This design comes from an exercise in tuning for small area, a short achievable clock period and few clock cycles on the open sky130 flow, not from production work. Where RTL was checked, it was by simulation tests only, not by an equivalence proof against the original.

== delta ==
==> flow/design.v (excerpt) <==
module prb_decomp (
    input  wire        clk,
    input  wire        rst,           
    input  wire [3:0]  cfg_meth,      
    input  wire [3:0]  cfg_width,     
    input  wire [15:0] cfg_mc_scale,  
    input  wire        cfg_mc_csf,    
    input  wire        in_valid,
    output wire        in_ready,
    input  wire [7:0]  in_data,
    output reg         out_valid,
    input  wire        out_ready,
    output reg  [15:0] out_i,
    output reg  [15:0] out_q,
    output reg  [1:0]  out_sat,       
    output reg         out_bad,       
    output reg         out_last       
);
export LEC_CHECK = 0
export CAP_MARGIN = 20
export CELL_PAD_IN_SITES_DETAIL_PLACEMENT = 1
export CELL_PAD_IN_SITES_GLOBAL_PLACEMENT = 2
export CORE_MARGIN = 2
export CORE_UTILIZATION = 30
export PLACE_DENSITY = 0.45
export SLEW_MARGIN = 20
create_clock -name core_clock -period 30.0 [get_ports {clk}]
run.sh (not shown) runs the stock make flow with config.mk's settings and CLKGATE_MAP_FILE= SYNTH_SCRIPT=/design/flow/synth_recipe.tcl, a recipe that flattens the netlist after the stock synthesis.
delta went all the way through the flow, and no timing, DRC or antenna check failed.
Testbench counts of delta, summed over its fixed seeds: cycles 102,509.
--- input diff delta..beta ---
- ABC_CLOCK_PERIOD_IN_PS newly set to 5000
## What came out
The final layout from beta, which completed every stage, passed the timing, design-rule and antenna checks at the end of the flow.
Critical path depth: delta vs beta — no meaningful difference
Comparing beta against delta, there is no change at all in ratio of final minimum period to clock period.
delta -> beta: number of non-clock buffers in the layout delta 0, exact match
Reported for beta and delta, sum of negative setup slack turned out identical to the last digit.

* * *

## job 4017
prb_decomp, a different RTL version from the one above (not shown whole).
Size: ~2,000 cells after synthesis, roughly 160 flip-flops, ~75 I/O pins, roughly 18,000 um2 of cells after synthesis.
export LEC_CHECK = 0
export CAP_MARGIN = 20
export CELL_PAD_IN_SITES_DETAIL_PLACEMENT = 1
export CELL_PAD_IN_SITES_GLOBAL_PLACEMENT = 2
export CORE_MARGIN = 2
export CORE_UTILIZATION = 30
export PLACE_DENSITY = 0.45
export SLEW_MARGIN = 20
create_clock -name core_clock -period 30.0 [get_ports {clk}]
Job 4017 went all the way through the flow, and no timing, DRC or antenna check failed.
The following lists how job 8331 was set up differently from job 4017:
Settings: putting ABC_AREA at 1 where nothing was set.
Notes after the runs:
Comparing job 4017 against job 8331, there is no change at all in count of antenna diodes in the layout. Compared with job 4017, synthesized cell count in job 8331 increased by more than 10%. Cell area | job 8331 vs job 4017 | job 8331 smaller. Going from job 4017 to job 8331, area growth from synthesis to final layout comparable; core area now smaller. Fraction of the cycle the final worst path needs: job 8331 vs job 4017 down 0.57 points.
No run of this note included a check of the RTL's function; only the layout flow was run.

* * *

v6:
prb_decomp, a different RTL version from the one above (not shown whole).
For scale: ~75 I/O pins.
Settings: LEC_CHECK=0, ABC_AREA=1, CAP_MARGIN=20, CELL_PAD_IN_SITES_DETAIL_PLACEMENT=0, CELL_PAD_IN_SITES_GLOBAL_PLACEMENT=0, CORE_MARGIN=2, CORE_UTILIZATION=65, CTS_BUF_LIST=sky130_fd_sc_hd__clkbuf_4 sky130_fd_sc_hd__clkbuf_8, CTS_CLUSTER_SIZE=30, PLACE_DENSITY=0.75, SLEW_MARGIN=20, SETUP_SLACK_MARGIN=23, BUFFER_PORTS_ARGS=-buffer_cell sky130_fd_sc_hd__buf_2; clock period 30.0 ns.
standard.sh (not shown) runs the stock make flow with config.mk's settings and CLKGATE_MAP_FILE= SYNTH_SCRIPT=/design/flow/synth_recipe.tcl, a recipe that flattens the netlist after the stock synthesis.
==> flow/flow/run.sh <==
#!/bin/bash
set -euo pipefail
cat flow/extra.mk >> config.mk
bash standard.sh > standard_make.log 2>&1
==> flow/flow/extra.mk <==
export SETUP_SLACK_MARGIN = 23
export BUFFER_PORTS_ARGS = -buffer_cell sky130_fd_sc_hd__buf_2
v6 ended with every stage complete and zero timing, DRC or antenna violations.
Testbench counts of v6, summed over its fixed seeds: cycles 102,509.
Setup changes, v6 to v7
Settings: PLACE_DENSITY now 0.65, was 0.75; CORE_UTILIZATION now 55, was 65.
==> comparison <==
- Status: final design area excluding fillers parity (v6, v7)
- Post-synthesis area per instance: v7 vs v6 identical
- In the metrics for v7 and v6, the one carrying the higher minimum clock period is v6.
- v7 vs v6 — wire length dropped slightly
- A source of the critical timing path of out_i[4] is what v6 shows, while out_i[2] belongs to v7.
- Lower multi-input gate area in the final layout was reported by v7, not v6.
- Lower clock-buffer cell count among v7 and v6: v6
- Comparing v6 against v7, there is no change at all in deepest clock path buffer count.

* * *

old:
prb_decomp, a different RTL version from the one above (not shown whole).
Size: ~2,100 cells after synthesis, roughly 160 flip-flops, ~0.015 mm^2 of cells after synthesis.
Settings: LEC_CHECK=0, ABC_AREA=1, CAP_MARGIN=20, CELL_PAD_IN_SITES_DETAIL_PLACEMENT=0, CELL_PAD_IN_SITES_GLOBAL_PLACEMENT=0, CORE_MARGIN=2, CORE_UTILIZATION=55, CTS_BUF_LIST=sky130_fd_sc_hd__clkbuf_4 sky130_fd_sc_hd__clkbuf_8, CTS_CLUSTER_SIZE=30, PLACE_DENSITY=0.65, SLEW_MARGIN=20, SETUP_SLACK_MARGIN=23; clock period 30.0 ns.
==> flow/flow/run.sh <==
#!/bin/bash
set -euo pipefail
margin=$(cat flow/margin.txt)
printf 'export SETUP_SLACK_MARGIN = %s\n' "$margin" >> config.mk
bash standard.sh > standard_make.log 2>&1
==> flow/flow/margin.txt <==
23
Relative to old, the following input files were edited for new:
==> flow/flow/run.sh <==
#!/bin/bash
set -euo pipefail
cat flow/extra.mk >> config.mk
bash standard.sh > standard_make.log 2>&1
==> flow/flow/extra.mk (new file) <==
export SETUP_SLACK_MARGIN = 23
export BUFFER_PORTS_ARGS = -buffer_cell sky130_fd_sc_hd__buf_2
diff --git a/flow/config.mk b/flow/config.mk
--- a/flow/config.mk
+++ b/flow/config.mk
@@ -17,2 +17,3 @@
 export SLEW_MARGIN = 20
 export SETUP_SLACK_MARGIN = 23
+export BUFFER_PORTS_ARGS = -buffer_cell sky130_fd_sc_hd__buf_2
removed: flow/flow/margin.txt
Notes after the runs:
In terms of ratio of final minimum period to clock period, new and old differ only marginally.
Diff old -> new | via count | down by a few percent
Compared new vs old, and via-per-instance ratio is down in new.
No run of this note included a check of the RTL's function; only the layout flow was run.

* * *

Setup of rev 12:
RTL: one of the versions met above, not the one the previous note started from.
Size in the first run: about 1900 cells after synthesis, roughly 160 flip-flops, about 75 I/O pins, roughly 15000 sq um of cells after synthesis.
export LEC_CHECK = 0
export ABC_AREA = 1
export CAP_MARGIN = 20
export CELL_PAD_IN_SITES_DETAIL_PLACEMENT = 1
export CELL_PAD_IN_SITES_GLOBAL_PLACEMENT = 2
export CORE_MARGIN = 2
export CORE_UTILIZATION = 30
export PLACE_DENSITY = 0.45
export SLEW_MARGIN = 20
export SETUP_SLACK_MARGIN = 23
export BUFFER_PORTS_ARGS = -buffer_cell sky130_fd_sc_hd__buf_2
create_clock -name core_clock -period 30.0 [get_ports {clk}]
==> flow/flow/run.sh <==
#!/bin/bash
set -euo pipefail
cat flow/extra.mk >> config.mk
bash standard.sh > standard_make.log 2>&1
==> flow/flow/extra.mk <==
export SETUP_SLACK_MARGIN = 23
export BUFFER_PORTS_ARGS = -buffer_cell sky130_fd_sc_hd__buf_2
Rev 12 reached the end of the flow, and the finished layout is clean on the timing, design-rule and antenna checks.
Testbench counts of rev 12, summed over its fixed seeds: cycles 102,509.
diff inputs: rev 12 => rev 13
==> flow/flow/run.sh <==
#!/bin/bash
set -euo pipefail
margin=$(cat flow/margin.txt)
printf 'export SETUP_SLACK_MARGIN = %s\n' "$margin" >> config.mk
bash standard.sh > standard_make.log 2>&1
==> flow/flow/margin.txt (new file) <==
23
--- a/flow/config.mk
+++ b/flow/config.mk
@@ -15,3 +15,2 @@
 export SLEW_MARGIN = 20
 export SETUP_SLACK_MARGIN = 23
-export BUFFER_PORTS_ARGS = -buffer_cell sky130_fd_sc_hd__buf_2
removed: flow/flow/extra.mk
[summary]
- Diff rev 12..rev 13 | multi-input combinational cell count | negligible
- Re maximum clock frequency: rev 13 and rev 12 aren't equal, and the lower value belongs to rev 12.
- [compare] base=rev 12 new=rev 13: sequential fraction of total cell area saw a decrease, post-route worst hold slack climbed 0.0054 ns.

==> afterwards: timing with drivers on the ports <==
How much do the figures lean on ideal ports? The routed layouts below were timed once more, with nothing changed but the port constraints. Step 1 (the two cells are an assumption about what drives the block):
set clk [get_ports {clk}]
set_driving_cell -lib_cell sky130_fd_sc_hd__clkbuf_16 $clk
set_driving_cell -lib_cell sky130_fd_sc_hd__buf_2 [delete_from_list [all_inputs] $clk]
Step 2 moves the port delays by t, midway between the first and last clock arrival at a register: inputs arrive t later, outputs are due t later. That takes back most of the time a late clock gives input paths. Slacks: no drivers / after step 1 / after step 2; pairs: no drivers / after step 1.
| run | t, ns | setup slack, ns | hold WS [ns] | cell pins on the clock port's net |
|---|---|---|---|---|
| delta | 0.535 | 19.858 / 19.858 / 19.858 | 0.419 / 0.419 / 0.419 | 1 |
| beta | 0.535 | 19.858 / 19.858 / 19.858 | 0.419 / 0.419 / 0.419 | 1 |
| job 4017 | 0.489 | 21.054 / 21.054 / 21.054 | 0.423 / 0.423 / 0.423 | 1 |
| job 8331 | 0.546 | 21.224 / 21.224 / 20.757 | 0.424 / 0.424 / 0.424 | 1 |
| v6 | 0.500 | 22.970 / 22.926 / 22.541 | 0.435 / 0.435 / 0.435 | 1 |
| v7 | 0.487 | 22.992 / 22.952 / 22.556 | 0.448 / 0.448 / 0.448 | 1 |
| old | 0.489 | 22.937 / 22.899 / 22.467 | 0.448 / 0.448 / 0.448 | 1 |
| new | 0.494 | 22.928 / 22.887 / 22.434 | 0.454 / 0.454 / 0.454 | 1 |
| rev 12 | 0.539 | 22.856 / 22.798 / 22.544 | 0.444 / 0.444 / 0.444 | 1 |
| rev 13 | 0.528 | 22.919 / 22.862 / 22.501 | 0.449 / 0.449 / 0.449 | 1 |
After both steps every run listed still meets setup and hold. For new, which loses most, drivers alone change the setup slack by -0.041 ns; drivers and shift together by -0.494 ns.
